Source: an optimization exercise on an open RTL-to-GDS flow (aim: small area, a short achievable clock period and few clock cycles per item). Production flows keep margins and buffers that such runs may drop.
Where RTL was checked, it was by simulation tests only, not by an equivalence proof against the original.
Function not checked in run 1: the RTL went through the layout flow alone.

File: flow/flow/run.sh
#!/bin/bash
# Standard layout, with small port buffers and timing repair aimed below the clock period.
set -euo pipefail
bash standard.sh "BUFFER_PORTS_ARGS=-buffer_cell sky130_fd_sc_hd__buf_1" SETUP_SLACK_MARGIN=5 finish > standard_flow.log 2>&1
File: flow/standard.sh
#!/bin/bash
# synth_recipe.tcl (not shown) runs the flow's synth.tcl, then flattens the netlist and writes it again
# the make line also repeats each setting of config.mk as NAME=value (left out here)
make -C /OpenROAD-flow-scripts/flow DESIGN_CONFIG=/design/flow/config.mk WORK_HOME=/design/flow/orfs CLKGATE_MAP_FILE= SYNTH_SCRIPT=/design/flow/synth_recipe.tcl "${@:-finish}"
File: flow/config.mk
export PLATFORM = sky130hd
export DESIGN_NAME = sha256_engine
export DESIGN_NICKNAME = sha256_engine
export VERILOG_FILES = /design/flow/design.v
export SDC_FILE = /design/flow/constraint.sdc
export NUM_CORES = 4
export LEC_CHECK = 0
export CAP_MARGIN = 20
export CORE_MARGIN = 2
export CORE_UTILIZATION = 40
export SLEW_MARGIN = 20
File: flow/constraint.sdc
create_clock -name core_clock -period 10.0 [get_ports {clk}]
set_input_delay 2.0000 -clock core_clock [delete_from_list [all_inputs] [get_ports {clk}]]
set_output_delay 2.0000 -clock core_clock [all_outputs]
set_load 0.01 [all_outputs]
File: flow/design.v
module sha256_engine (
    input  wire         clk,
    input  wire         rst,         
    input  wire         in_valid,
    output wire         in_ready,
    input  wire         in_first,    
    input  wire [511:0] in_block,
    output wire         out_valid,
    input  wire         out_ready,
    output wire [255:0] out_digest
);
  localparam [255:0] IV = 256'h6a09e667bb67ae853c6ef372a54ff53a510e527f9b05688c1f83d9ab5be0cd19;
  reg        run;          
  reg  [5:0] t;            
  reg        fin;          
  reg        fill_ok;      
  reg        h_pend;       
  reg        ov;           
  reg        spin;         
  reg  [5:0] rot;          
  reg        l61, l62, l63;   
  reg        first_r;      
  reg [31:0]  a, b, c, d, e, f, g, p;
  reg [255:0] hreg;        
  reg [511:0] w;           
  reg [31:0] k_n;
  always @(*) begin
    case (t)
      6'd0: k_n = 32'h71374491; 6'd1: k_n = 32'hb5c0fbcf;
      6'd2: k_n = 32'he9b5dba5; 6'd3: k_n = 32'h3956c25b;
      6'd4: k_n = 32'h59f111f1; 6'd5: k_n = 32'h923f82a4;
      6'd6: k_n = 32'hab1c5ed5; 6'd7: k_n = 32'hd807aa98;
      6'd8: k_n = 32'h12835b01; 6'd9: k_n = 32'h243185be;
      6'd10: k_n = 32'h550c7dc3; 6'd11: k_n = 32'h72be5d74;
      6'd12: k_n = 32'h80deb1fe; 6'd13: k_n = 32'h9bdc06a7;
      6'd14: k_n = 32'hc19bf174; 6'd15: k_n = 32'he49b69c1;
      6'd16: k_n = 32'hefbe4786; 6'd17: k_n = 32'h0fc19dc6;
      6'd18: k_n = 32'h240ca1cc; 6'd19: k_n = 32'h2de92c6f;
      6'd20: k_n = 32'h4a7484aa; 6'd21: k_n = 32'h5cb0a9dc;
      6'd22: k_n = 32'h76f988da; 6'd23: k_n = 32'h983e5152;
      6'd24: k_n = 32'ha831c66d; 6'd25: k_n = 32'hb00327c8;
      6'd26: k_n = 32'hbf597fc7; 6'd27: k_n = 32'hc6e00bf3;
      6'd28: k_n = 32'hd5a79147; 6'd29: k_n = 32'h06ca6351;
      6'd30: k_n = 32'h14292967; 6'd31: k_n = 32'h27b70a85;
      6'd32: k_n = 32'h2e1b2138; 6'd33: k_n = 32'h4d2c6dfc;
      6'd34: k_n = 32'h53380d13; 6'd35: k_n = 32'h650a7354;
      6'd36: k_n = 32'h766a0abb; 6'd37: k_n = 32'h81c2c92e;
      6'd38: k_n = 32'h92722c85; 6'd39: k_n = 32'ha2bfe8a1;
      6'd40: k_n = 32'ha81a664b; 6'd41: k_n = 32'hc24b8b70;
      6'd42: k_n = 32'hc76c51a3; 6'd43: k_n = 32'hd192e819;
      6'd44: k_n = 32'hd6990624; 6'd45: k_n = 32'hf40e3585;
      6'd46: k_n = 32'h106aa070; 6'd47: k_n = 32'h19a4c116;
      6'd48: k_n = 32'h1e376c08; 6'd49: k_n = 32'h2748774c;
      6'd50: k_n = 32'h34b0bcb5; 6'd51: k_n = 32'h391c0cb3;
      6'd52: k_n = 32'h4ed8aa4a; 6'd53: k_n = 32'h5b9cca4f;
      6'd54: k_n = 32'h682e6ff3; 6'd55: k_n = 32'h748f82ee;
      6'd56: k_n = 32'h78a5636f; 6'd57: k_n = 32'h84c87814;
      6'd58: k_n = 32'h8cc70208; 6'd59: k_n = 32'h90befffa;
      6'd60: k_n = 32'ha4506ceb; 6'd61: k_n = 32'hbef9a3f7;
      6'd62: k_n = 32'hc67178f2; default: k_n = 32'h428a2f98;
    endcase
  end
  function [31:0] rotr;
    input [31:0] x;
    input integer n;
    rotr = (x >> n) | (x << (32 - n));
  endfunction
  function [31:0] add_bk;
    input [31:0] x, y;
    reg   [31:0] gg, pp, hp;
    integer lv, i;
    begin
      gg = x & y;
      pp = x ^ y;
      hp = pp;
      for (lv = 0; lv < 5; lv = lv + 1)
        for (i = (2 << lv) - 1; i < 32; i = i + (2 << lv)) begin
          gg[i] = gg[i] | (pp[i] & gg[i - (1 << lv)]);
          pp[i] = pp[i] & pp[i - (1 << lv)];
        end
      for (lv = 3; lv >= 0; lv = lv - 1)
        for (i = (3 << lv) - 1; i < 32; i = i + (2 << lv)) begin
          gg[i] = gg[i] | (pp[i] & gg[i - (1 << lv)]);
          pp[i] = pp[i] & pp[i - (1 << lv)];
        end
      add_bk = hp ^ {gg[30:0], 1'b0};
    end
  endfunction
  function [31:0] maj3;
    input [31:0] x, y, z;
    maj3 = (x & y) | (x & z) | (y & z);
  endfunction
  wire f_fill = ~fin & (t[5:4] == 2'b11);         
  assign in_ready = fin & (~run | fill_ok);
  wire acc    = in_ready & in_valid;
  wire finish = fin & run;
  wire ov_nx  = finish | (ov & ~out_ready);
  wire hp_nx  = (acc & first_r) | (h_pend & ov);
  reg [5:0] t_nx;
  reg       run_nx, fin_nx;
  always @(*) begin
    t_nx = t; run_nx = run; fin_nx = fin;
    if (fin) begin
      run_nx = acc;
      fin_nx = 1'b0;
      t_nx   = acc ? 6'd0 : 6'd48;
    end else if (spin) begin
    end else if (t == 6'd63) begin
      fin_nx = 1'b1;
    end else if (run | in_valid | (t != 6'd48)) begin
      t_nx = t + 6'd1;
    end
  end
  wire [31:0] big_s1 = rotr(e, 6) ^ rotr(e, 11) ^ rotr(e, 25);
  wire [31:0] ch     = (e & f) ^ (~e & g);
  wire [31:0] big_s0 = rotr(a, 2) ^ rotr(a, 13) ^ rotr(a, 22);
  wire [31:0] maj    = (a & b) ^ (a & c) ^ (b & c);
  wire [31:0] as0 = p ^ ch ^ maj;
  wire [31:0] ac0 = {maj3(p, ch, maj), 1'b0};
  wire [31:0] as1 = as0 ^ ac0 ^ big_s1;
  wire [31:0] ac1 = {maj3(as0, ac0, big_s1), 1'b0};
  wire [31:0] as2 = as1 ^ ac1 ^ big_s0;
  wire [31:0] ac2 = {maj3(as1, ac1, big_s0), 1'b0};
  wire [31:0] a_n = as2 + ac2;
  wire [31:0] es0 = d ^ p ^ ch;
  wire [31:0] ec0 = {maj3(d, p, ch), 1'b0};
  wire [31:0] es1 = es0 ^ ec0 ^ big_s1;
  wire [31:0] ec1 = {maj3(es0, ec0, big_s1), 1'b0};
  wire [31:0] e_n = es1 + ec1;
  wire [31:0] w0  = w[511:480];
  wire [31:0] w1  = w[479:448];
  wire [31:0] w9  = w[223:192];
  wire [31:0] w14 = w[63:32];
  wire [31:0] sm_s0 = rotr(w1, 7) ^ rotr(w1, 18) ^ (w1 >> 3);
  wire [31:0] sm_s1 = rotr(w14, 17) ^ rotr(w14, 19) ^ (w14 >> 10);
  wire [31:0] ws0 = w0 ^ sm_s0 ^ w9;
  wire [31:0] wc0 = {maj3(w0, sm_s0, w9), 1'b0};
  wire [31:0] ws1 = ws0 ^ wc0 ^ sm_s1;
  wire [31:0] wc1 = {maj3(ws0, wc0, sm_s1), 1'b0};
  wire [31:0] w_new = add_bk(ws1, wc1);
  wire [31:0] in_word = in_block[511 - 32*t[3:0] -: 32];
  wire [31:0] ha_sel = l61 ? hreg[159:128] : l62 ? hreg[191:160] : l63 ? hreg[223:192] : hreg[255:224];
  wire [31:0] he_sel = l61 ? hreg[31:0]    : l62 ? hreg[63:32]   : l63 ? hreg[95:64]   : hreg[127:96];
  wire [31:0] lane_a = add_bk(ha_sel, run ? a : 32'h0);
  wire [31:0] lane_e = add_bk(he_sel, run ? e : 32'h0);
  wire [255:0] init = first_r ? IV :
                      {lane_a, hreg[223:128], lane_e, hreg[95:0]};
  wire [31:0] h_nx = fin ? init[31:0] : g;
  wire [31:0] ps0  = h_nx ^ k_n ^ w0;
  wire [31:0] pc0  = {maj3(h_nx, k_n, w0), 1'b0};
  wire [31:0] p_n  = add_bk(ps0, pc0);
  assign out_valid  = ov;
  assign out_digest = hreg;
  always @(posedge clk) begin
    if (rst) begin
      run    <= 1'b0;
      t      <= 6'd48;
      fin    <= 1'b0;
      fill_ok <= 1'b0;
      h_pend <= 1'b0;
      ov     <= 1'b0;
      spin   <= 1'b0;
      rot    <= 6'd0;
      l61    <= 1'b0;
      l62    <= 1'b0;
      l63    <= 1'b0;
    end else begin
      run    <= run_nx;
      t      <= t_nx;
      fin    <= fin_nx;
      ov     <= ov_nx;
      h_pend <= hp_nx;
      spin   <= run_nx & ~fin_nx & (t_nx == 6'd61) & (hp_nx | ov_nx | (spin & (rot != 6'd47)));
      rot    <= spin ? ((rot == 6'd47) ? 6'd0 : rot + 6'd1) : 6'd0;
      if (run & ~fin & (t == 6'd48))
        fill_ok <= in_valid;
      l61    <= ~fin_nx & (t_nx == 6'd61);
      l62    <= ~fin_nx & (t_nx == 6'd62);
      l63    <= ~fin_nx & (t_nx == 6'd63);
    end
    if (f_fill)
      first_r <= in_first;
    if (run & l61 & ~spin) begin
      hreg[159:128] <= lane_a; hreg[31:0]   <= lane_e;
    end else if (run & l62) begin
      hreg[191:160] <= lane_a; hreg[63:32]  <= lane_e;
    end else if (run & l63) begin
      hreg[223:192] <= lane_a; hreg[95:64]  <= lane_e;
    end else if (finish) begin
      hreg[255:224] <= lane_a; hreg[127:96] <= lane_e;
    end else if (h_pend & ~ov)
      hreg <= IV;
    if (spin) begin
      w <= {w[479:0], w0};
      {a, b, c, d} <= {d, a, b, c};
      {e, f, g} <= {g, e, f};
    end else begin
      w <= {w[479:0], f_fill ? in_word : w_new};
      if (in_ready) begin
        {a, b, c, d} <= init[255:128];
        {e, f, g} <= init[127:32];
      end else begin
        {a, b, c, d} <= {a_n, a, b, c};
        {e, f, g} <= {e_n, e, f};
      end
      p <= p_n;
    end
  end
endmodule
==> impl_metrics.yaml, run 1 <==
run_status:
  status: "complete, no violations"
timing:
  worst_pin_slew_ns: 1.16
  finalCritPeriodShare_pct: 49.8
  max_freq_mhz: 201
  rsz0062_at_grt: "yes"
  timing.setup.tns_ns: 0
  setup_violations: 0
  slew-limit-headroom_pct: 22.9
  slew_violations: 0
  final-hold-violation-count: 0
  fin_crit_ns: 4.98
  fin_skew_ns: 0.0478
clock_tree:
  cts_tree: "yes"
  clock-sinks: 1078
  ctsLongestPathBuffers: 3
  insertion_delay_ns: 0.77
  numCtsBuffers: 110
  ctsRootBufferMaster: "clkbuf_16"
  h-tree-depth: 3
  clk_pin_slew_ns: 0.07
placed_design:
  io_buffers: 774
  place.gp.congestion: 1.12
  place_hpwl_um: 189000
  placedInstanceArea_um2: 61600
global_route:
  grt_max_degree: 72
  grt_first_pass_wirelength_um: 340000
  grt.overflow.total: 0
  antenna_found_initial: 31
  track_usage_pct: 32.9
  grt_pass1_vias: 44200
detailed_routing:
  drt-met1-wl_um: 106000
  drt_iter0_drc: 5682
  wl_met3_um: 28100
  dr.pass1.iters: 6
  antenna_left: 0
  maxUsedRoutingLayer: "met5"
  drt-total-wl_um: 245000
  drc: 0
  via_count: 46300
  wl_per_cell_um: 30.5
  vias_per_cell: 5.78
  wl_met2_um: 99700
synth:
  seq_area_frac_synth_pct: 42.9
  synth_xor_xnor_area_share_pct: 5.66
  ys.flop_type: "dfxtp_1"
  synth_fa_ha_area_share_pct: 15.8
  syn_inst: 5356
  synth_top_family_by_area: "adder cells"
  synthMuxAreaShare_pct: 7.33
  yosysUniqueCellTypes: 93
  synth_edf_count: 289
  syn_area_um2: 57000
  synth-compound-area-share_pct: 13.7
  ys_warn_count: 1
  yosys.area_share.simple_pct: 8.82
  synth_fp_nets: 6384
  synth-seq-cells: 1078
  avgSynthCellArea_um2: 10.7
  synthArstFlopShare_pct: 0
setup_path:
  slowest_delay_ns: 0.64
  path_cells: "xnor2_1 -> xnor2_1 -> ha_1 -> fa_1 -> ha_2 -> fa_2 -> a211o_1 -> a2111oi_4 -> o211ai_2 -> a21oi_4 -> o21ai_2 -> a21oi_4 -> o41ai_4 -> or4_1 -> a32oi_1"
  crit_slowest_cell: "dfxtp_1"
  critPathKind: "reg -> reg"
  critPathMaxFanout: 6
  end_kind: "register"
  crit_buf_inv: 0
  startpoint_type: "register"
  cp_top_family: "compound AO/OA/AOI/OAI gates"
  cp.arrival_ns: 5.64
  cp_data_required_time_ns: 10.67
cells_and_area:
  final_cell_mix: "buf_1 (774), dfxtp_1 (743), inv_1 (523)"
  largest-register: "w"
  nets: 7050
  syn_to_final_growth_pct: 16.7
  fillers: 13300
  layout_commonest_cell: "buf_1"
  final_area_um2: 66600
  largest_reg_flops: 512
  reg_top3: "w x512, hreg x256"
  drive_above_1_share_pct: 10.6
floorplanning:
  die-area_um2: 146000
  ios: 775
  die_h_um: 382
  die_w_um: 382
  core_area_um2: 142000
  start_util_pct: 40.3
  placement_rows: 138
min_path:
  holdCritPathClass: "reg -> reg"
run:
  drv_cap: 0
[per-stage QoR]
step           hold WS [ns]  worst slack, ns  cells  util (%)
6_report              0.302             5.02   8020      47.0
5_1_grt               0.304             4.83   8013      47.0
4_1_cts               0.289             4.93   7988      46.6
3_5_place_dp          0.312             3.63   7745      43.5
3_3_place_gp          0.310             3.39   7745      43.5
2_1_floorplan         0.310             5.06   5356         -
[layer usage]
layer	GRT usage [%]	vias up
li1	-	19800
met5	0	-
met4	13.4	16
met1	47.9	23200
met2	45.8	2836
met3	8.61	430
[path summary, 6_finish.rpt]
check,to,slack [ns],cells after the start,startpoint
worst max register to register,a[31],5.02,15,e[25]
worst min-delay path,w[140],0.30,0,w[108]
worst max-delay path,a[31],5.02,15,e[25]
worst min register to register,w[140],0.30,0,w[108]
[repair_timing]
| item | CTS | global route |
|---|---|---|
| resized for setup | 71 | 97 |
| setup endpoints to repair | 260 | 74 |
| hold buffers | 0 | 0 |
| setup buffers | 34 | 18 |
| gates cloned | 3 | 0 |
| pin swaps | 20 | 33 |
[cells by family (layout without fill, tap and decap cells)]
| kind of cell | count (synthesis) | count (layout) |
|---|---|---|
| xor gates and xnor gates | 368 | 368 |
| and+or+nand+nor | 1087 | 1087 |
| muxes | 253 | 253 |
| buffers and inverters | 870 | 1630 |
| adders and majority gates | 541 | 541 |
| other | 0 | 14 |
| DFF | 1078 | 1078 |
| AOI/OAI and AO/OA | 1159 | 1159 |
[Yosys cell counts (19+ instances only)]
| cell | number | area, um2 |
|---|---|---|
| a31oi_1 | 31 | 194 |
| o21a_1 | 34 | 255 |
| o211ai_1 | 22 | 165 |
| mux2i_1 | 89 | 891 |
| maj3_1 | 30 | 300 |
| inv_1 | 525 | 1970 |
| dfxtp_1 | 789 | 15800 |
| edfxtp_1 | 289 | 8680 |
| o21ai_1 | 53 | 265 |
| nor2b_1 | 40 | 250 |
| o22a_1 | 90 | 788 |
| buf_2 | 41 | 205 |
| xor2_1 | 125 | 1090 |
| a22o_1 | 76 | 666 |
| a21o_1 | 95 | 713 |
| nand2_1 | 371 | 1390 |
| nand2b_1 | 67 | 419 |
| mux4_2 | 128 | 2880 |
| and2_1 | 67 | 419 |
| a221oi_1 | 49 | 429 |
| mux2_2 | 36 | 405 |
| xnor2_1 | 242 | 2120 |
| and3_1 | 44 | 275 |
| o31ai_1 | 25 | 188 |
| ha_1 | 203 | 2540 |
| nor3_1 | 70 | 350 |
| a211oi_1 | 38 | 285 |
| o21ai_0 | 189 | 946 |
| buf_1 | 39 | 146 |
| nand3_1 | 50 | 250 |
| a21oi_1 | 276 | 1380 |
| fa_1 | 308 | 6170 |
| o22ai_1 | 36 | 225 |
| nor2_1 | 307 | 1150 |
| o31a_1 | 19 | 166 |
| clkbuf_1 | 255 | 957 |
[final cells by class]
cell class | instances | area [um2] | share of cell area [%]
multi-input cells | 3408 | 29800 | 44.8
flip-flops and latches | 1078 | 24600 | 36.9
repair buffers | 891 | 4040 | 6.07
clock buffers | 151 | 3120 | 4.69
well taps | 1890 | 2360 | 3.55
inverters | 532 | 2000 | 3.01
clock inverters | 55 | 566 | 0.850
diodes | 14 | 35.0 | 0.0526
repair inverters | 1 | 5.00 | 0.00752
==> run 2: changes to the inputs <==
--- a/flow/design.v
+++ b/flow/design.v
@@ -67,23 +67,2 @@
   endfunction
-  function [31:0] add_bk;
-    input [31:0] x, y;
-    reg   [31:0] gg, pp, hp;
-    integer lv, i;
-    begin
-      gg = x & y;
-      pp = x ^ y;
-      hp = pp;
-      for (lv = 0; lv < 5; lv = lv + 1)
-        for (i = (2 << lv) - 1; i < 32; i = i + (2 << lv)) begin
-          gg[i] = gg[i] | (pp[i] & gg[i - (1 << lv)]);
-          pp[i] = pp[i] & pp[i - (1 << lv)];
-        end
-      for (lv = 3; lv >= 0; lv = lv - 1)
-        for (i = (3 << lv) - 1; i < 32; i = i + (2 << lv)) begin
-          gg[i] = gg[i] | (pp[i] & gg[i - (1 << lv)]);
-          pp[i] = pp[i] & pp[i - (1 << lv)];
-        end
-      add_bk = hp ^ {gg[30:0], 1'b0};
-    end
-  endfunction
   function [31:0] maj3;
@@ -135,7 +114,3 @@
   wire [31:0] sm_s1 = rotr(w14, 17) ^ rotr(w14, 19) ^ (w14 >> 10);
-  wire [31:0] ws0 = w0 ^ sm_s0 ^ w9;
-  wire [31:0] wc0 = {maj3(w0, sm_s0, w9), 1'b0};
-  wire [31:0] ws1 = ws0 ^ wc0 ^ sm_s1;
-  wire [31:0] wc1 = {maj3(ws0, wc0, sm_s1), 1'b0};
-  wire [31:0] w_new = add_bk(ws1, wc1);
+  wire [31:0] w_new = w0 + sm_s0 + w9 + sm_s1;
   wire [31:0] in_word = in_block[511 - 32*t[3:0] -: 32];
@@ -143,4 +118,4 @@
   wire [31:0] he_sel = l61 ? hreg[31:0]    : l62 ? hreg[63:32]   : l63 ? hreg[95:64]   : hreg[127:96];
-  wire [31:0] lane_a = add_bk(ha_sel, run ? a : 32'h0);
-  wire [31:0] lane_e = add_bk(he_sel, run ? e : 32'h0);
+  wire [31:0] lane_a = ha_sel + (run ? a : 32'h0);
+  wire [31:0] lane_e = he_sel + (run ? e : 32'h0);
   wire [255:0] init = first_r ? IV :
@@ -148,5 +123,3 @@
   wire [31:0] h_nx = fin ? init[31:0] : g;
-  wire [31:0] ps0  = h_nx ^ k_n ^ w0;
-  wire [31:0] pc0  = {maj3(h_nx, k_n, w0), 1'b0};
-  wire [31:0] p_n  = add_bk(ps0, pc0);
+  wire [31:0] p_n  = h_nx + k_n + w0;
   assign out_valid  = ov;
==> run 2 against run 1 <==
  * Worst setup slack lost 0.096 ns
  * Register-to-register slack got worse by 0.096 ns
  * First-iteration DRC count grew 9.4%
  * Via count rose by 8.6%
  * Fmax shrank 1.9%
  * Die area rose by 2.9%
  * Routed wire length increased by 6.7%
==> impl_metrics.yaml, run 2 <==
setup_path:
  critPathMaxFanout: 4
  crit_slowest_cell: "fa_1"
  r2r_cells: 17
  cp_top_family: "adder cells"
  crit_buf_inv: 2
  end_kind: "register"
  rrSetupSlack_ns: 4.93
  critPathKind: "reg -> reg"
  path_cells: "maj3_2 -> fa_1 -> inv_2 -> fa_1 -> inv_2 -> fa_1 -> ha_4 -> a211o_1 -> or3_4 -> a311oi_4 -> nor2_4 -> a2111oi_4 -> o21ai_2 -> a21oi_2 -> xor2_1 -> o221ai_1 -> o21a_1"
  startpoint_type: "register"
  cp_common_cell: "fa_1"
  timing.rr.end: "a[26]"
  cp_data_required_time_ns: 10.68
  rr_startpoint: "a[11]"
  slowest_delay_ns: 0.56
  cp.arrival_ns: 5.76
cells_and_area:
  largest_reg_flops: 512
  layout_commonest_cell: "buf_1"
  regArea_um2: 24600
  final_area_um2: 68400
  final_core_util_pct: 46.9
  drive_above_1_share_pct: 9.05
  syn_to_final_growth_pct: 16.4
  fillers: 14000
  stdcell_count: 8676
  reg_top3: "w x512, hreg x256"
  final_cell_mix: "buf_1 (774), dfxtp_1 (753), nand2_1 (750)"
  nets: 7630
  multi_input_area_um2: 31600
  largest-register: "w"
floorplanning:
  core_area_um2: 146000
  die-area_um2: 150000
  start_util_pct: 40.3
  ios: 775
  die_h_um: 387
  die_w_um: 387
  placement_rows: 140
run:
  drv_cap: 0
min_path:
  min_to: "w[52]"
  holdCritPathClass: "reg -> reg"
  hold_depth: 0
  hp-start: "w[20]"
detailed_routing:
  via_count: 50300
  wl_per_cell_um: 30.1
  vias_per_cell: 5.80
  drc: 0
  antenna_left: 0
  drt-total-wl_um: 261000
  drt_iter0_drc: 6218
  dr.pass1.iters: 9
synth:
  synth_common_cells: "dfxtp_1 (789), nand2_1 (752), inv_1 (498)"
  netlist.area_leader.share_pct: 26.9
  yosysUniqueCellTypes: 94
  yosysMostFrequentCell: "dfxtp_1"
  synth_fp_nets: 6990
  syn_area_um2: 58700
  syn_inst: 6014
  synth-seq-cells: 1078
  yosys-top-cells-area: "dfxtp_1 (27%), edfxtp_1 (15%), fa_1 (8.5%), nand2_1 (4.8%), ha_1 (4.5%)"
  ys.flop_type: "dfxtp_1"
  synth_largest_area_cell: "dfxtp_1"
  ys_warn_count: 1
  synthArstFlopShare_pct: 0
  avgSynthCellArea_um2: 9.77
  synth_edf_count: 289
  seq_area_frac_synth_pct: 41.7
timing:
  worst_pin_slew_ns: 1.25
  final-hold-violation-count: 0
  max_freq_mhz: 197
  slew_violations: 0
  fin_skew_ns: 0.0870
  timing.setup.tns_ns: 0
  slew-limit-headroom_pct: 15.7
  fin_crit_ns: 5.07
  finalCritPeriodShare_pct: 50.7
  holdWs_ns: 0.262
  setup_ws_ns: 4.93
  setup_violations: 0
  rsz0062_at_grt: "yes"
global_route:
  grt.overflow.total: 0
  grt_max_degree: 109
  antenna_found_initial: 30
  track_usage_pct: 33.8
  grt_pass1_vias: 47300
  grt_first_pass_wirelength_um: 363000
clock_tree:
  numCtsBuffers: 110
  clk_pin_slew_ns: 0.08
  ctsLongestPathBuffers: 3
  clock-sinks: 1078
  ctsRootBufferMaster: "clkbuf_16"
  cts_tree: "yes"
  insertion_delay_ns: 0.80
  h-tree-depth: 3
placed_design:
  place.gp.congestion: 1.02
  dp_slack_ns: 4.24
  dp.cells: 8415
  place_hpwl_um: 204000
  io_buffers: 774
  placedInstanceArea_um2: 63400
run_status:
  status: "complete, no violations"
[run 2: cell count changes after synthesis, sizes merged, moves of 58 or more]
cell	before	now
o21ai	244	419
a22o	76	2
o211ai	23	106
fa	308	250
o22a	90	6
nand3b	6	81
nand2	374	755
[run 2: logic make-up after synthesis]
family | count (synthesis) | share of synthesized area [%]
fa+ha+maj | 489 | 13.5
mux | 256 | 6.48
simple gates | 1560 | 11.9
xor+xnor | 428 | 6.38
buf+inv | 874 | 5.73
flops | 1078 | 41.7
compound gates | 1329 | 14.3
[run 2: worst max-delay path by stage]
stage          cells after the start  slack [ns]  startpoint  endpoint
3_5_place_dp                      14        4.24    in_valid    k_n[1]
4_1_cts                           17        4.84       a[11]     a[26]
6_report                          17        4.93       a[11]     a[26]
2_1_floorplan                     20        5.01        a[1]     a[31]
5_1_grt                           17        4.75       a[11]     a[30]
3_3_place_gp                      13        4.24    in_valid    k_n[3]
[run 2: metal layers]
metal | vias up | track usage [%] | wire length [um]
met4 | 8 | 10.2 | 8700
met1 | 25000 | 51.2 | 118000
met5 | - | 0 | 55
met3 | 395 | 6.25 | 25800
met2 | 2946 | 48.4 | 109000
li1 | 21900 | - | -
[run 2: cell type report]
| cell class | count | area share, % |
|---|---|---|
| clock buffer | 147 | 4.45 |
| multi-input combinational | 4062 | 46.3 |
| timing repair buffer | 896 | 5.80 |
| antenna | 10 | 0.0366 |
| tap | 1917 | 3.51 |
| inverter | 506 | 2.79 |
| sequential | 1078 | 35.9 |
| clock inverter | 60 | 1.24 |
[run 2: repair_timing]
action	4_1_cts	5_1_grt
buffers inserted	11	33
pin swaps	17	53
gates resized for setup	78	120
setup endpoints to repair	132	109
hold buffers	0	0
Testbench counts of run 2, summed over its fixed seeds: cycles 62,544, items 960.
==> run 3: changes to the inputs <==
==> flow/flow/run.sh (replaced) <==
#!/bin/bash
# Standard layout, with the smallest buffer on each port.
set -euo pipefail
bash standard.sh "BUFFER_PORTS_ARGS=-buffer_cell sky130_fd_sc_hd__buf_1" finish > standard_flow.log 2>&1
--- a/flow/config.mk
+++ b/flow/config.mk
@@ -9,3 +9,4 @@
 export CORE_MARGIN = 2
-export CORE_UTILIZATION = 40
+export CORE_UTILIZATION = 55
+export SETUP_SLACK_MARGIN = 5
 export SLEW_MARGIN = 20
==> run 3 against run 2 <==
  * Still clean
  * Routed wire length is 5.8% lower
  * Register-to-register slack better by 0.12 ns
  * Fmax is 1.1% higher
  * Critical path depth is 11 lower
  * Utilization is 17 points higher
  * Cell area is 1.8% lower
  * First-iteration DRC count is 18% higher
  * Critical endpoint is now in_ready
  * Highest routed layer unchanged
==> impl_metrics.yaml, run 3 <==
run_status:
  status: "complete, no violations"
timing:
  rsz0062_at_grt: "yes"
  finalCritPeriodShare_pct: 50.2
  final-hold-violation-count: 0
  timing.setup.tns_ns: 0
  max_freq_mhz: 199
  fin_skew_ns: 0.0777
  slew_violations: 0
  setup_violations: 0
  slew-limit-headroom_pct: 17.5
  holdWs_ns: 0.259
  worst_pin_slew_ns: 1.22
  fin_crit_ns: 5.02
  setup_ws_ns: 4.98
setup_path:
  cp_data_required_time_ns: 8.00
  critPathKind: "reg -> out"
  end_kind: "output port"
  rrSetupSlack_ns: 5.05
  cp.arrival_ns: 3.02
  rr_startpoint: "e[19]"
  r2r_cells: 15
  startpoint_type: "register"
  timing.rr.end: "a[25]"
  critPathMaxFanout: 49
floorplanning:
  placement_rows: 119
  die_h_um: 331
  die_w_um: 331
  start_util_pct: 55.6
  core_area_um2: 106000
  die-area_um2: 109000
  ios: 775
synth:
  synth_fp_nets: 6990
  yosysUniqueCellTypes: 94
  synth-seq-cells: 1078
  synthArstFlopShare_pct: 0
  synth_edf_count: 289
  synth_common_cells: "dfxtp_1 (789), nand2_1 (752), inv_1 (498)"
  yosysMostFrequentCell: "dfxtp_1"
  yosys-top-cells-area: "dfxtp_1 (27%), edfxtp_1 (15%), fa_1 (8.5%), nand2_1 (4.8%), ha_1 (4.5%)"
  syn_area_um2: 58700
  ys_warn_count: 1
  syn_inst: 6014
  synth_largest_area_cell: "dfxtp_1"
  seq_area_frac_synth_pct: 41.7
  ys.flop_type: "dfxtp_1"
  avgSynthCellArea_um2: 9.77
  netlist.area_leader.share_pct: 26.9
detailed_routing:
  antenna_left: 0
  dr.pass1.iters: 6
  vias_per_cell: 6.27
  drt-total-wl_um: 246000
  drt_iter0_drc: 7357
  drc: 0
  wl_per_cell_um: 30.3
  via_count: 50900
global_route:
  grt_pass1_vias: 47700
  antenna_found_initial: 38
  grt.overflow.total: 0
  grt_max_degree: 101
  track_usage_pct: 43.9
  grt_first_pass_wirelength_um: 341000
min_path:
  holdCritPathClass: "reg -> reg"
  min_to: "w[424]"
  hp-start: "w[392]"
  hold_depth: 0
cells_and_area:
  drive_above_1_share_pct: 8.40
  stdcell_count: 8122
  reg_top3: "w x512, hreg x256"
  final_core_util_pct: 63.6
  syn_to_final_growth_pct: 14.3
  layout_commonest_cell: "buf_1"
  final_area_um2: 67100
  nets: 7593
  largest_reg_flops: 512
  final_cell_mix: "buf_1 (774), dfxtp_1 (753), nand2_1 (750)"
  largest-register: "w"
placed_design:
  place_hpwl_um: 190000
  dp_slack_ns: 4.32
  placedInstanceArea_um2: 62700
  dp.cells: 7882
  place.gp.congestion: 1.07
  io_buffers: 774
run:
  drv_cap: 0
clock_tree:
  clk_pin_slew_ns: 0.07
  cts_tree: "yes"
  numCtsBuffers: 101
  h-tree-depth: 3
  ctsRootBufferMaster: "clkbuf_16"
  insertion_delay_ns: 0.75
  postCtsHoldBufs: 0
  ctsLongestPathBuffers: 3
  clock-sinks: 1078
[run 3: changes by cell type in the layout (fill, tap and decap cells not counted), moves of 4 or more]
| cell | before | now |
|---|---|---|
| o21ai_0 | 372 | 379 |
| diode_2 | 10 | 27 |
| buf_6 | 9 | 4 |
| clkbuf_1 | 24 | 16 |
| mux2_2 | 20 | 16 |
| o21ai_1 | 35 | 30 |
| mux2_4 | 3 | 7 |
| buf_4 | 103 | 79 |
| clkbuf_16 | 112 | 103 |
| bufinv_16 | 13 | 9 |
[run 3: critical path, stage by stage, from the launching register on]
cell and delay [ns]:
dfxtp_2 0.57, buf_4 0.74, inv_1 0.26, o21ai_4 0.23, inv_2 0.04, buf_4 0.26
buf_1 0.19
[run 3: worst max-delay path by stage]
stage	from	end	slack [ns]	depth (start not counted)
CTS	e[11]	a[30]	4.89	17
floorplan	a[1]	a[31]	5.01	20
detailed placement	in_valid	k_n[23]	4.32	12
global route	a[1]	a[29]	4.88	20
finish	run	in_ready	4.98	6
global placement	in_valid	k_n[23]	4.35	12
[run 3: logic make-up after synthesis]
kind of cell / share of synthesized area (%)
AND/OR/NAND/NOR: 11.9
AO/OA/AOI/OAI: 14.3
flip-flops: 41.7
buffers and inverters: 5.73
adder cells (fa/ha/maj): 13.5
XOR/XNOR: 6.38
multiplexers: 6.48
[run 3: cell type report]
type                       instances  area, um2
fill                            8642      38400
multi-input combinational       4062      31500
sequential                      1078      24600
timing repair buffer             868       3770
clock buffer                     130       2780
inverter                         506       1900
tap                             1391       1740
clock inverter                    60        766
antenna                           27       67.6
[run 3: routing by layer]
layer / global-route usage (%) / share of wire [%] / wire, um / vias to the layer above
met2: 60.6 / 40 / 98300 / 3830
met3: 15.1 / 14 / 35000 / 675
met5: 0 / 0.035 / 87 / -
li1: - / - / - / 21800
met1: 60.5 / 39 / 96300 / 24600
met4: 23.2 / 6.6 / 16300 / 14
[run 3: timing repair]
item                                   4_1_cts  5_1_grt
cloned                                       0        1
pin swaps                                   16       33
setup buffers                                9       13
gates resized for setup                     59      116
setup endpoints to repair                   60       86
endpoints found under the hold margin        0        0
==> run 4: changes to the inputs <==
--- a/flow/design.v
+++ b/flow/design.v
@@ -16,3 +16,3 @@
   reg        fill_ok;      
-  reg        h_pend;       
+  reg        cur_first;    
   reg        ov;           
@@ -67,2 +67,23 @@
   endfunction
+  function [31:0] add_bk;
+    input [31:0] x, y;
+    reg   [31:0] gg, pp, hp;
+    integer lv, i;
+    begin
+      gg = x & y;
+      pp = x ^ y;
+      hp = pp;
+      for (lv = 0; lv < 5; lv = lv + 1)
+        for (i = (2 << lv) - 1; i < 32; i = i + (2 << lv)) begin
+          gg[i] = gg[i] | (pp[i] & gg[i - (1 << lv)]);
+          pp[i] = pp[i] & pp[i - (1 << lv)];
+        end
+      for (lv = 3; lv >= 0; lv = lv - 1)
+        for (i = (3 << lv) - 1; i < 32; i = i + (2 << lv)) begin
+          gg[i] = gg[i] | (pp[i] & gg[i - (1 << lv)]);
+          pp[i] = pp[i] & pp[i - (1 << lv)];
+        end
+      add_bk = hp ^ {gg[30:0], 1'b0};
+    end
+  endfunction
   function [31:0] maj3;
@@ -76,3 +97,2 @@
   wire ov_nx  = finish | (ov & ~out_ready);
-  wire hp_nx  = (acc & first_r) | (h_pend & ov);
   reg [5:0] t_nx;
@@ -114,12 +134,20 @@
   wire [31:0] sm_s1 = rotr(w14, 17) ^ rotr(w14, 19) ^ (w14 >> 10);
-  wire [31:0] w_new = w0 + sm_s0 + w9 + sm_s1;
+  wire [31:0] ws0 = w0 ^ sm_s0 ^ w9;
+  wire [31:0] wc0 = {maj3(w0, sm_s0, w9), 1'b0};
+  wire [31:0] ws1 = ws0 ^ wc0 ^ sm_s1;
+  wire [31:0] wc1 = {maj3(ws0, wc0, sm_s1), 1'b0};
+  wire [31:0] w_new = add_bk(ws1, wc1);
   wire [31:0] in_word = in_block[511 - 32*t[3:0] -: 32];
-  wire [31:0] ha_sel = l61 ? hreg[159:128] : l62 ? hreg[191:160] : l63 ? hreg[223:192] : hreg[255:224];
-  wire [31:0] he_sel = l61 ? hreg[31:0]    : l62 ? hreg[63:32]   : l63 ? hreg[95:64]   : hreg[127:96];
-  wire [31:0] lane_a = ha_sel + (run ? a : 32'h0);
-  wire [31:0] lane_e = he_sel + (run ? e : 32'h0);
+  wire        hstep  = ~spin & (l61 | l62 | l63 | fin);
+  wire [31:0] iv_a   = l61 ? IV[159:128] : l62 ? IV[191:160] : l63 ? IV[223:192] : IV[255:224];
+  wire [31:0] iv_e   = l61 ? IV[31:0]    : l62 ? IV[63:32]   : l63 ? IV[95:64]   : IV[127:96];
+  wire        use_iv = run & cur_first;
+  wire [31:0] lane_a = add_bk(use_iv ? iv_a : hreg[159:128], run ? a : 32'h0);
+  wire [31:0] lane_e = add_bk(use_iv ? iv_e : hreg[31:0],    run ? e : 32'h0);
   wire [255:0] init = first_r ? IV :
-                      {lane_a, hreg[223:128], lane_e, hreg[95:0]};
+                      {lane_a, hreg[255:160], lane_e, hreg[127:32]};
   wire [31:0] h_nx = fin ? init[31:0] : g;
-  wire [31:0] p_n  = h_nx + k_n + w0;
+  wire [31:0] ps0  = h_nx ^ k_n ^ w0;
+  wire [31:0] pc0  = {maj3(h_nx, k_n, w0), 1'b0};
+  wire [31:0] p_n  = add_bk(ps0, pc0);
   assign out_valid  = ov;
@@ -132,3 +160,2 @@
       fill_ok <= 1'b0;
-      h_pend <= 1'b0;
       ov     <= 1'b0;
@@ -144,4 +171,3 @@
       ov     <= ov_nx;
-      h_pend <= hp_nx;
-      spin   <= run_nx & ~fin_nx & (t_nx == 6'd61) & (hp_nx | ov_nx | (spin & (rot != 6'd47)));
+      spin   <= ~fin_nx & (t_nx == 6'd61) & (ov_nx | (spin & (rot != 6'd47)));
       rot    <= spin ? ((rot == 6'd47) ? 6'd0 : rot + 6'd1) : 6'd0;
@@ -155,12 +181,6 @@
       first_r <= in_first;
-    if (run & l61 & ~spin) begin
-      hreg[159:128] <= lane_a; hreg[31:0]   <= lane_e;
-    end else if (run & l62) begin
-      hreg[191:160] <= lane_a; hreg[63:32]  <= lane_e;
-    end else if (run & l63) begin
-      hreg[223:192] <= lane_a; hreg[95:64]  <= lane_e;
-    end else if (finish) begin
-      hreg[255:224] <= lane_a; hreg[127:96] <= lane_e;
-    end else if (h_pend & ~ov)
-      hreg <= IV;
+    if (hstep)
+      hreg <= {lane_a, hreg[255:160], lane_e, hreg[127:32]};
+    if (acc)
+      cur_first <= first_r;
     if (spin) begin
==> flow/flow/run.sh (replaced) <==
#!/bin/bash
# Standard layout, with small port buffers and timing repair aimed below the clock period.
set -euo pipefail
bash standard.sh "BUFFER_PORTS_ARGS=-buffer_cell sky130_fd_sc_hd__buf_1" SETUP_SLACK_MARGIN=5 finish > standard_flow.log 2>&1
--- a/flow/config.mk
+++ b/flow/config.mk
@@ -9,4 +9,3 @@
 export CORE_MARGIN = 2
-export CORE_UTILIZATION = 55
-export SETUP_SLACK_MARGIN = 5
+export CORE_UTILIZATION = 40
 export SLEW_MARGIN = 20
==> run 4 against run 3 <==
  * Sequential share of layout area increased by 1.9 points
  * Count of clock-buffer cells in the layout increased by 15
  * Cell count decreased by 8.7%
  * First-iteration DRC count decreased by 36%
  * Utilization decreased by 16 points
  * Worst hold slack improved by 0.029 ns
  * Via count decreased by 18%
  * Die area increased by 27%
==> impl_metrics.yaml, run 4 <==
run_status:
  status: "complete, no violations"
cells_and_area:
  syn_to_final_growth_pct: 17.0
  nets: 6558
  reg_top3: "w x512, hreg x256"
  largest-register: "w"
  final_cell_mix: "buf_1 (774), dfxtp_1 (747), inv_1 (546)"
  final_area_um2: 63900
  final_core_util_pct: 47.1
  drive_above_1_share_pct: 10.8
  fillers: 12500
  largest_reg_flops: 512
  layout_commonest_cell: "buf_1"
detailed_routing:
  drt-total-wl_um: 228000
  dr.pass1.iters: 6
  via_count: 41700
  drt_iter0_drc: 4698
  drc: 0
  vias_per_cell: 5.62
  antenna_left: 0
  wl_per_cell_um: 30.8
synth:
  synth-seq-cells: 1078
  syn_area_um2: 54600
  avgSynthCellArea_um2: 11.3
  seq_area_frac_synth_pct: 44.9
  synthArstFlopShare_pct: 0
  ys.flop_type: "dfxtp_1"
  synth_common_cells: "dfxtp_1 (788), inv_1 (548), fa_1 (308)"
  synth_largest_area_cell: "dfxtp_1"
  synth_top_family_by_area: "adder cells"
  yosysUniqueCellTypes: 99
  synth-compound-area-share_pct: 13.7
  synth_fp_nets: 5878
  synth_xor_xnor_area_share_pct: 5.89
  synthMuxAreaShare_pct: 6.77
  syn_inst: 4850
  synth_fa_ha_area_share_pct: 16.5
  synth_edf_count: 290
  ys_warn_count: 1
  netlist.area_leader.share_pct: 28.9
  yosysMostFrequentCell: "dfxtp_1"
  yosys-top-cells-area: "dfxtp_1 (29%), edfxtp_1 (16%), fa_1 (11%), mux4_2 (5.3%), ha_1 (4.7%)"
  yosys.area_share.simple_pct: 6.35
setup_path:
  rr_startpoint: "e[13]"
  startpoint_type: "register"
  cp_data_required_time_ns: 10.58
  path_cells: "o21ai_0 -> fa_1 -> inv_1 -> fa_1 -> inv_1 -> ha_1 -> a21o_1 -> a221oi_1 -> o21bai_1 -> a31o_2 -> o41a_1 -> a211o_1 -> xnor2_1 -> o21ai_0"
  rrSetupSlack_ns: 5.03
  end_kind: "register"
  critPathMaxFanout: 7
  cp.arrival_ns: 5.55
  r2r_cells: 14
  slowest_delay_ns: 0.77
  critPathKind: "reg -> reg"
  crit_slowest_cell: "o21ai_0"
  timing.rr.end: "e[27]"
timing:
  setup_violations: 0
  holdWs_ns: 0.288
  slew-limit-headroom_pct: 24.2
  max_freq_mhz: 201
  final-hold-violation-count: 0
  worst_pin_slew_ns: 1.14
  fin_skew_ns: 0.0684
  setup_ws_ns: 5.03
  timing.setup.tns_ns: 0
  finalCritPeriodShare_pct: 49.7
  slew_violations: 0
  rsz0062_at_grt: "yes"
  fin_crit_ns: 4.97
clock_tree:
  numCtsBuffers: 105
  ctsLongestPathBuffers: 3
  insertion_delay_ns: 0.79
  ctsRootBufferMaster: "clkbuf_16"
  clk_pin_slew_ns: 0.07
  clock-sinks: 1078
  h-tree-depth: 3
  cts_tree: "yes"
min_path:
  hold_depth: 0
  min_to: "w[393]"
  hp-start: "w[361]"
  holdCritPathClass: "reg -> reg"
global_route:
  grt_max_degree: 107
  grt_pass1_vias: 40900
  grt.overflow.total: 0
  track_usage_pct: 32.1
  grt_first_pass_wirelength_um: 316000
  antenna_found_initial: 25
placed_design:
  io_buffers: 774
  placedInstanceArea_um2: 59200
  place.gp.congestion: 1.01
  place_hpwl_um: 184000
  dp_slack_ns: 3.97
floorplanning:
  die_h_um: 373
  start_util_pct: 40.3
  placement_rows: 135
  die_w_um: 373
  ios: 775
  die-area_um2: 139000
  core_area_um2: 135000
run:
  drv_cap: 0
run 4: cell type report:
| type | count | area [um2] | area share, % |
|---|---|---|---|
| inverter | 553 | 2080 | 3.26 |
| multi-input combinational | 2931 | 27500 | 43.1 |
| tap | 1781 | 2230 | 3.49 |
| clock buffer | 145 | 3070 | 4.81 |
| sequential | 1078 | 24500 | 38.4 |
| timing repair buffer | 861 | 3650 | 5.72 |
| antenna | 17 | 42.5 | 0.0666 |
| clock inverter | 53 | 733 | 1.15 |
run 4: stage by stage:
stage / instances
detailed placement: 7181
finish: 7419
CTS: 7388
global route: 7415
global placement: 7181
floorplan: 4850
run 4: repair_timing:
item,in CTS,in global routing
endpoints found under the setup margin,89,36
endpoints found under the hold margin,0,0
pin swaps,7,38
buffers inserted,9,13
gates resized for setup,72,88
hold buffers,0,0
run 4: critical path, delay by kind of cell (launching register included):
kind / cells / cell delay, ns
DFF: 1 / 0.45
adders and majority gates: 3 / 1.22
buffers and inverters: 2 / 0.11
AOI/OAI and AO/OA: 8 / 2.70
xor gates and xnor gates: 1 / 0.33
run 4: cells by family (layout without fill, tap and decap cells):
| kind of cell | Yosys count | in the layout |
|---|---|---|
| xor gates and xnor gates | 367 | 367 |
| muxes | 205 | 205 |
| DFF | 1078 | 1078 |
| buffers and inverters | 841 | 1612 |
| and+or+nand+nor | 738 | 738 |
| other | 0 | 17 |
| adders and majority gates | 541 | 541 |
| AOI/OAI and AO/OA | 1080 | 1080 |
run 4: metal layers:
layer	vias to the layer above	global-route usage, %	part of all wire, %
met5	-	0	0.018
met3	476	4.78	7.3
li1	18200	-	-
met1	20800	40.0	39
met2	2221	51.0	45
met4	6	23.3	8.8
run 4: how the worst max path moves through the flow:
stage / from / to / slack, ns / depth (start not counted)
2_1_floorplan: spin / hreg[0] / 4.56 / 5
3_3_place_gp: cur_first / e[30] / 3.76 / 14
3_5_place_dp: cur_first / e[30] / 3.97 / 15
4_1_cts: cur_first / e[30] / 4.96 / 17
5_1_grt: w[453] / w[31] / 4.91 / 20
6_report: e[13] / e[27] / 5.03 / 14
Testbench counts of run 4, summed over its fixed seeds: cycles 62,544, items 960.
==> run 5: changes to the inputs <==
==> flow/flow/run.sh (replaced) <==
#!/bin/bash
# Standard layout, with the smallest buffer on each port and timing repair aimed at a 4 ns period.
set -euo pipefail
bash standard.sh "BUFFER_PORTS_ARGS=-buffer_cell sky130_fd_sc_hd__buf_1" SETUP_SLACK_MARGIN=6 finish > standard_flow.log 2>&1
==> run 5 against run 4 <==
  * Largest cell class unchanged
  * Fmax is 5.4% higher
  * Synthesized cell count stayed put
  * Clock skew is 0.0090 ns higher
==> impl_metrics.yaml, run 5 <==
detailed_routing:
  drc: 0
  maxUsedRoutingLayer: "met5"
  dr.pass1.iters: 6
  wl_per_cell_um: 31.3
  drt-total-wl_um: 239000
  drt_iter0_drc: 4373
  antenna_left: 0
  wl_met2_um: 107000
  vias_per_cell: 5.74
  drt-met1-wl_um: 91100
  via_count: 43900
  wl_met3_um: 18400
clock_tree:
  clock-sinks: 1078
  h-tree-depth: 3
  ctsRootBufferMaster: "clkbuf_16"
  insertion_delay_ns: 0.78
  ctsLongestPathBuffers: 3
  clk_pin_slew_ns: 0.06
  numCtsBuffers: 109
  cts_tree: "yes"
setup_path:
  cp_data_required_time_ns: 10.70
  critPathKind: "reg -> reg"
  path_cells: "xor2_1 -> xnor2_1 -> fa_1 -> fa_1 -> inv_1 -> ha_1 -> o21a_1 -> o211ai_1 -> o41a_1 -> o31ai_4 -> a41oi_2 -> a21oi_2 -> a31o_2 -> fa_2 -> xor2_1 -> xnor2_1 -> xnor2_1 -> o21ai_1 -> o21ai_1"
  slowest_delay_ns: 0.50
  startpoint_type: "register"
  r2r_cells: 19
  timing.rr.end: "w[31]"
  rr_startpoint: "w[462]"
  crit_slowest_cell: "fa_1"
  cp_common_cell: "xnor2_1"
  end_kind: "register"
  rrSetupSlack_ns: 5.29
  cp.arrival_ns: 5.41
  critPathMaxFanout: 4
cells_and_area:
  syn_to_final_growth_pct: 26.1
  reg_top3: "w x512, hreg x256"
  layout_commonest_cell: "buf_1"
  drive_above_1_share_pct: 21.3
  nets: 6774
  final_core_util_pct: 50.8
  largest-register: "w"
  final_cell_mix: "buf_1 (772), dfxtp_1 (700), inv_1 (524)"
  largest_reg_flops: 512
synth:
  avgSynthCellArea_um2: 11.3
  ys_warn_count: 1
  yosysUniqueCellTypes: 99
  synth_common_cells: "dfxtp_1 (788), inv_1 (548), fa_1 (308)"
  synthArstFlopShare_pct: 0
  ys.flop_type: "dfxtp_1"
  yosys-top-cells-area: "dfxtp_1 (29%), edfxtp_1 (16%), fa_1 (11%), mux4_2 (5.3%), ha_1 (4.7%)"
  synth_edf_count: 290
  synth_largest_area_cell: "dfxtp_1"
  synth_fp_nets: 5878
  syn_area_um2: 54600
  yosysMostFrequentCell: "dfxtp_1"
  syn_inst: 4850
  synth-seq-cells: 1078
  netlist.area_leader.share_pct: 28.9
  seq_area_frac_synth_pct: 44.9
global_route:
  grt_max_degree: 171
  track_usage_pct: 33.4
  grt_first_pass_wirelength_um: 328000
  grt.overflow.total: 0
  antenna_found_initial: 32
  grt_pass1_vias: 42500
floorplanning:
  core_area_um2: 135000
  die_w_um: 373
  die-area_um2: 139000
  start_util_pct: 40.3
  die_h_um: 373
  placement_rows: 135
  ios: 775
min_path:
  hp-start: "w[116]"
  hold_depth: 0
  holdCritPathClass: "reg -> reg"
  min_to: "w[148]"
timing:
  max_freq_mhz: 212
  timing.setup.tns_ns: 0
  final-hold-violation-count: 0
  fin_skew_ns: 0.0774
  slew_violations: 0
  rsz0062_at_grt: "yes"
  setup_violations: 0
  finalCritPeriodShare_pct: 47.1
  fin_crit_ns: 4.71
  slew-limit-headroom_pct: 21.9
  worst_pin_slew_ns: 1.17
run:
  drv_cap: 0
placed_design:
  place.gp.congestion: 1.03
  place_hpwl_um: 183000
  io_buffers: 774
run_status:
  status: "complete, no violations"
-- run 5: changes by cell type in the layout (fill, tap and decap cells not counted), moves of 27 or more --
cell / change
buf_4: +127
o21ai_0: -78
dfxtp_4: +57
ha_1: -54
buf_6: +48
ha_4: +48
dfxtp_1: -47
o21ai_1: +42
a21oi_1: -41
fa_1: -39
fa_2: +39
a21oi_2: +27
o21ai_2: +27
-- run 5: routing by layer --
metal  global-route usage (%)  up-vias
met2                     52.2     2549
li1                         -    18700
met3                     5.26      639
met1                     41.5    21900
met5                        0        -
met4                     25.7       12
-- run 5: final cells by class --
cell class | instances | area [um2]
fillers | 12000 | 66600
multi-input cells | 2936 | 30000
flip-flops and latches | 1078 | 24700
repair buffers | 1067 | 5880
clock buffers | 142 | 3060
well taps | 1781 | 2230
inverters | 553 | 2130
clock inverters | 60 | 773
diodes | 24 | 60.1
repair inverters | 1 | 8.76
-- run 5: worst max path at each step --
stage / to / startpoint / cells after the start / slack [ns]
after floorplan: hreg[0] / spin / 5 / 4.56
after global placement: a[31] / cur_first / 17 / 4.57
after detailed placement: a[31] / cur_first / 17 / 4.37
after CTS: w[31] / w[457] / 20 / 5.30
after global routing: w[31] / w[457] / 20 / 5.05
final: w[31] / w[462] / 19 / 5.29
-- run 5: through the flow --
step / std cells / hold slack, ns / cell area, um2 / setup slack [ns]
after floorplan: 4850 / 0.310 / 55700 / 4.56
after global routing: 7631 / 0.287 / 68800 / 5.05
after detailed placement: 7163 / 0.312 / 59800 / 4.37
after CTS: 7536 / 0.279 / 67100 / 5.30
after global placement: 7163 / 0.310 / 59800 / 4.57
final: 7642 / 0.286 / 68900 / 5.29
-- run 5: worst max-delay path: cells and delay by family (launching register included) --
kind            cells  cell delay [ns]
compound gates      9             1.87
fa+ha+maj           4             1.48
xor+xnor            5             0.85
flops               1             0.41
buf+inv             1             0.05
-- run 5: logic make-up (layout without fill, tap and decap cells) --
group | after synthesis | in the layout | share of synthesized area, %
other | 0 | 24 | 0
XOR/XNOR | 367 | 367 | 5.89
AO/OA/AOI/OAI | 1080 | 1083 | 13.7
multiplexers | 205 | 205 | 6.77
buffers and inverters | 841 | 1823 | 5.96
AND/OR/NAND/NOR | 738 | 740 | 6.35
flip-flops | 1078 | 1078 | 44.9
adder cells (fa/ha/maj) | 541 | 541 | 16.5
-- run 5: timing repair --
item / CTS / global route
setup endpoints to repair: 233 / 141
setup buffers: 162 / 77
resized for setup: 520 / 242
cloned: 9 / 4
hold endpoints to repair: 0 / 0
hold buffers: 0 / 0
pin swaps: 181 / 190
==> run 6: changes to the inputs <==
==> flow/flow/run.sh (replaced) <==
#!/bin/bash
# Standard layout, with the smallest buffer on each port.
set -euo pipefail
bash standard.sh "BUFFER_PORTS_ARGS=-buffer_cell sky130_fd_sc_hd__buf_1" finish > standard_flow.log 2>&1
--- a/flow/config.mk
+++ b/flow/config.mk
@@ -9,3 +9,6 @@
 export CORE_MARGIN = 2
-export CORE_UTILIZATION = 40
+export CORE_UTILIZATION = 55
+export CTS_BUF_LIST = sky130_fd_sc_hd__clkbuf_8
+export CTS_CLUSTER_SIZE = 30
+export SETUP_SLACK_MARGIN = 5
 export SLEW_MARGIN = 20
==> run 6 against run 5 <==
  * Still clean on timing, DRC and antenna
  * Cell area shrank 8.5%
  * Sequential share of layout area grew 3.1 points
  * Count of clock-buffer cells in the layout grew 56
  * Worst hold slack lost 0.0079 ns
  * First-iteration DRC count grew 6.3%
  * Worst setup slack lost 0.29 ns
  * Critical path type unchanged
  * Largest cell class unchanged
==> impl_metrics.yaml, run 6 <==
run_status:
  status: "complete, no violations"
placed_design:
  dp.cells: 6671
  place.gp.congestion: 1.03
  dp_slack_ns: 3.91
  io_buffers: 774
  place_hpwl_um: 169000
run:
  drv_cap: 0
clock_tree:
  ctsRootBufferMaster: "clkbuf_8"
  h-tree-depth: 4
  ctsLongestPathBuffers: 3
  cts_tree: "yes"
  numCtsBuffers: 169
  insertion_delay_ns: 0.90
  clk_pin_slew_ns: 0.06
  clock-sinks: 1078
  postCtsHoldBufs: 0
synth:
  synth_xor_xnor_area_share_pct: 5.89
  synth-compound-area-share_pct: 13.7
  synth_top_family_by_area: "adder cells"
  yosys-top-cells-area: "dfxtp_1 (29%), edfxtp_1 (16%), fa_1 (11%), mux4_2 (5.3%), ha_1 (4.7%)"
  synth_fa_ha_area_share_pct: 16.5
  avgSynthCellArea_um2: 11.3
  synth_edf_count: 290
  synth-seq-cells: 1078
  syn_area_um2: 54600
  syn_inst: 4850
  seq_area_frac_synth_pct: 44.9
  synth_common_cells: "dfxtp_1 (788), inv_1 (548), fa_1 (308)"
  synth_fp_nets: 5878
  ys_warn_count: 1
  yosys.area_share.simple_pct: 6.35
  yosysMostFrequentCell: "dfxtp_1"
  ys.flop_type: "dfxtp_1"
  synth_largest_area_cell: "dfxtp_1"
  netlist.area_leader.share_pct: 28.9
  synthMuxAreaShare_pct: 6.77
  synthArstFlopShare_pct: 0
  yosysUniqueCellTypes: 99
global_route:
  antenna_found_initial: 25
  grt.overflow.total: 0
  track_usage_pct: 41.6
  grt_first_pass_wirelength_um: 301000
  grt_max_degree: 100
  grt_pass1_vias: 41500
floorplanning:
  die_h_um: 319
  placement_rows: 115
  die-area_um2: 102000
  start_util_pct: 55.5
  die_w_um: 319
  core_area_um2: 98400
  ios: 775
cells_and_area:
  largest-register: "w"
  nets: 6612
  reg_top3: "w x512, hreg x256"
  final_core_util_pct: 64.1
  largest_reg_flops: 512
  layout_commonest_cell: "buf_1"
  drive_above_1_share_pct: 11.7
  final_cell_mix: "buf_1 (774), dfxtp_1 (740), inv_1 (607)"
  stdcell_count: 7030
  fillers: 7991
  syn_to_final_growth_pct: 15.5
detailed_routing:
  drt_iter0_drc: 4647
  maxUsedRoutingLayer: "met5"
  drt-total-wl_um: 215000
  drc: 0
  drt-met1-wl_um: 81900
  wl_met3_um: 19200
  wl_per_cell_um: 30.6
  wl_met2_um: 97600
  antenna_left: 0
  vias_per_cell: 6.12
  via_count: 43000
  dr.pass1.iters: 6
timing:
  worst_pin_slew_ns: 1.15
  setup_ws_ns: 5.00
  timing.setup.tns_ns: 0
  rsz0062_at_grt: "yes"
  slew-limit-headroom_pct: 23.1
  fin_crit_ns: 5.00
  setup_violations: 0
  finalCritPeriodShare_pct: 50.0
  final-hold-violation-count: 0
  fin_skew_ns: 0.0717
  max_freq_mhz: 200
  slew_violations: 0
setup_path:
  startpoint_type: "register"
  cp_data_required_time_ns: 10.77
  cp.arrival_ns: 5.77
  r2r_cells: 20
  critPathMaxFanout: 34
  cp_top_family: "compound AO/OA/AOI/OAI gates"
  end_kind: "register"
  critPathKind: "reg -> reg"
  cp.depth: 20
  path_cells: "buf_8 -> and3b_4 -> a21boi_2 -> buf_4 -> a21o_1 -> ha_1 -> o21a_1 -> a2111oi_4 -> nor3_4 -> a2111oi_4 -> buf_4 -> o31ai_1 -> a21oi_1 -> fa_1 -> xnor2_1 -> nand2_1 -> o21ai_0 -> or3_1 -> a221oi_1 -> nor2_1"
  crit_slowest_cell: "fa_1"
  crit_buf_inv: 3
  slowest_delay_ns: 0.45
min_path:
  holdCritPathClass: "reg -> reg"
  hold_depth: 0
## run 6: logic make-up after synthesis
logic type,after synthesis
simple gates,738
buf+inv,841
flops,1078
xor+xnor,367
fa+ha+maj,541
mux,205
compound gates,1080
## run 6: metal layers
metal	global-route usage (%)	vias to the layer above
met1	53.2	21500
met2	64.6	2567
met5	0	-
li1	-	18400
met4	27.9	14
met3	8.05	597
## run 6: final timing paths
check	start	end	slack (ns)
setup / recovery	run	e[25]	5.00
hold / removal	w[25]	w[57]	0.28
setup reg to reg	run	e[25]	5.00
hold reg to reg	w[25]	w[57]	0.28
## run 6: what timing repair did
action / CTS / global route
buffers inserted: 15 / 14
resized for setup: 80 / 118
endpoints found under the setup margin: 93 / 37
pin swaps: 11 / 34
gates cloned: 0 / 0
## run 6: metrics by stage
stage                     hold WS [ns]  area, um2
final                            0.278      63000
after detailed placement         0.312      58400
after floorplan                  0.310      54600
after global routing             0.299      63000
after global placement           0.310      58400
after CTS                        0.282      62400
## run 6: area by class of cell
cell class                 instances  area (um2)  share of cell area (%)
timing repair buffer             851        3550                    5.63
clock buffer                     198        2730                    4.32
tap                             1287        1610                    2.55
clock inverter                   119         873                    1.39
inverter                         553        2090                    3.31
sequential                      1078       24600                    39.0
antenna                           13        32.5                  0.0516
multi-input combinational       2931       27600                    43.7
==> run 7: changes to the inputs <==
--- a/flow/config.mk
+++ b/flow/config.mk
@@ -7,3 +7,3 @@
 export LEC_CHECK = 0
-export CAP_MARGIN = 20
+export CAP_MARGIN = 5
 export CORE_MARGIN = 2
@@ -13,2 +13,2 @@
 export SETUP_SLACK_MARGIN = 5
-export SLEW_MARGIN = 20
+export SLEW_MARGIN = 5
==> run 7 against run 6 <==
  * First-iteration DRC count is the same
  * Register-to-register slack hardly changed
  * Via count did not move
  * Largest cell class unchanged
  * Cell area is the same
  * Clock skew is the same
  * Sequential share of layout area is the same
  * Utilization stayed put
  * Synthesized area unchanged
  * Critical path type unchanged
  * Synthesized cell count did not move
==> impl_metrics.yaml, run 7 <==
clock_tree:
  ctsLongestPathBuffers: 3
  numCtsBuffers: 169
  postCtsHoldBufs: 0
  clock-sinks: 1078
  cts_tree: "yes"
  insertion_delay_ns: 0.90
  h-tree-depth: 4
  clk_pin_slew_ns: 0.06
cells_and_area:
  syn_to_final_growth_pct: 15.5
  drive_above_1_share_pct: 11.7
  layout_commonest_cell: "buf_1"
  nets: 6612
  largest-register: "w"
  reg_top3: "w x512, hreg x256"
setup_path:
  slowest_delay_ns: 0.45
  crit_buf_inv: 3
  critPathMaxFanout: 34
  critPathKind: "reg -> reg"
  cp_top_family: "compound AO/OA/AOI/OAI gates"
  cp.arrival_ns: 5.77
  crit_slowest_cell: "fa_1"
  end_kind: "register"
  startpoint_type: "register"
synth:
  ys.flop_type: "dfxtp_1"
  synth_edf_count: 290
  seq_area_frac_synth_pct: 44.9
  synth_common_cells: "dfxtp_1 (788), inv_1 (548), fa_1 (308)"
  netlist.area_leader.share_pct: 28.9
  synth-seq-cells: 1078
  syn_inst: 4850
  avgSynthCellArea_um2: 11.3
  yosysMostFrequentCell: "dfxtp_1"
  synthArstFlopShare_pct: 0
  yosysUniqueCellTypes: 99
  synth_largest_area_cell: "dfxtp_1"
  synth_fp_nets: 5878
detailed_routing:
  vias_per_cell: 6.12
  drt_iter0_drc: 4647
  via_count: 43000
  wl_per_cell_um: 30.6
  dr.pass1.iters: 6
  antenna_left: 0
  drt-total-wl_um: 215000
timing:
  slew_violations: 0
  final-hold-violation-count: 0
  slew-limit-headroom_pct: 23.1
  fin_crit_ns: 5.00
  max_freq_mhz: 200
  setup_violations: 0
  worst_pin_slew_ns: 1.15
  finalCritPeriodShare_pct: 50.0
floorplanning:
  die-area_um2: 102000
  die_w_um: 319
  start_util_pct: 55.5
  die_h_um: 319
  placement_rows: 115
  ios: 775
global_route:
  grt_max_degree: 100
  grt_first_pass_wirelength_um: 301000
  grt.overflow.total: 0
  track_usage_pct: 41.6
  grt_pass1_vias: 41500
  antenna_found_initial: 25
run_status:
  status: "complete, no violations"
placed_design:
  place_hpwl_um: 169000
  place.gp.congestion: 1.03
run:
  drv_cap: 0
run 7: routing by layer:
metal	wire length (um)	GRT usage [%]
met5	108	0
met3	19200	8.05
met4	16500	27.9
met1	81900	53.2
met2	97600	64.6
run 7: cell families (layout without fill, tap and decap cells):
logic type / Yosys count / count (layout) / share of synthesized area [%]
buffers and inverters: 841 / 1721 / 5.96
other: 0 / 13 / 0
adder cells (fa/ha/maj): 541 / 541 / 16.5
AND/OR/NAND/NOR: 738 / 738 / 6.35
flip-flops: 1078 / 1078 / 44.9
multiplexers: 205 / 205 / 6.77
XOR/XNOR: 367 / 367 / 5.89
AO/OA/AOI/OAI: 1080 / 1080 / 13.7
run 7: worst paths after layout:
| check | depth (start not counted) | slack, ns | endpoint | start |
|---|---|---|---|---|
| max | 20 | 5.00 | e[25] | run |
| min | 0 | 0.28 | w[57] | w[25] |
| max reg2reg | 20 | 5.00 | e[25] | run |
| min reg2reg | 0 | 0.28 | w[57] | w[25] |
run 7: layout make-up:
type | instances | area, um2
timing repair buffer | 851 | 3550
multi-input combinational | 2931 | 27600
fill | 7991 | 35400
sequential | 1078 | 24600
antenna | 13 | 32.5
inverter | 553 | 2090
tap | 1287 | 1610
clock inverter | 119 | 873
clock buffer | 198 | 2730
run 7: timing repair:
item                                    4_1_cts  5_1_grt
gates cloned                                  0        0
buffers inserted                             15       14
endpoints found under the setup margin       93       37
resized for setup                            80      118
pin swaps                                    11       34
run 7: stage by stage:
step	setup slack (ns)	instance area [um2]	instances	hold WS, ns
floorplan	4.56	54600	4850	0.310
global route	4.88	63000	7024	0.299
detailed placement	3.91	58400	6671	0.312
finish	5.00	63000	7030	0.278
CTS	4.93	62400	7003	0.282
global placement	3.99	58400	6671	0.310
run 7: worst register-to-register path, stage by stage, from the launching register on:
cell and delay, ns:
dfxtp_2 0.36, buf_8 0.27, and3b_4 0.32, a21boi_2 0.34
buf_4 0.31, a21o_1 0.16, ha_1 0.16, o21a_1 0.22
a2111oi_4 0.09, nor3_4 0.32, a2111oi_4 0.12, buf_4 0.18
o31ai_1 0.29, a21oi_1 0.14, fa_1 0.45, xnor2_1 0.18
nand2_1 0.08, o21ai_0 0.20, or3_1 0.37, a221oi_1 0.27
nor2_1 0.07

==> separate check: timing with driven ports <==
How much do the figures lean on ideal ports? The routed layouts below were timed once more, with nothing changed but the port constraints.
Step 1, drivers: a clkbuf_16 drives clk and a buf_2 each remaining input, both assumed.
Step 2 also shifts input and output timing later by t, the mid clock arrival at the registers, as if the neighbouring blocks saw the same clock.
a / b / c = ideal / step 1 / step 2; a / b = the first two.
run	t, ns	setup slack, ns	worst register clock-pin slew, ns	pins driven straight from the clock port
run 1	0.811	5.021 / 5.021 / 4.220	0.07 / 0.07	1
run 2	0.825	4.925 / 4.925 / 4.432	0.08 / 0.08	1
run 3	0.800	4.982 / 4.896 / 4.455	0.08 / 0.08	1
run 4	0.811	5.034 / 5.034 / 4.395	0.07 / 0.07	1
run 5	0.799	5.288 / 5.288 / 5.101	0.07 / 0.07	1
run 6	0.941	5.003 / 5.003 / 4.178	0.08 / 0.08	1
run 7	0.941	5.003 / 5.003 / 4.178	0.08 / 0.08	1
After both steps every run listed still meets setup and hold.
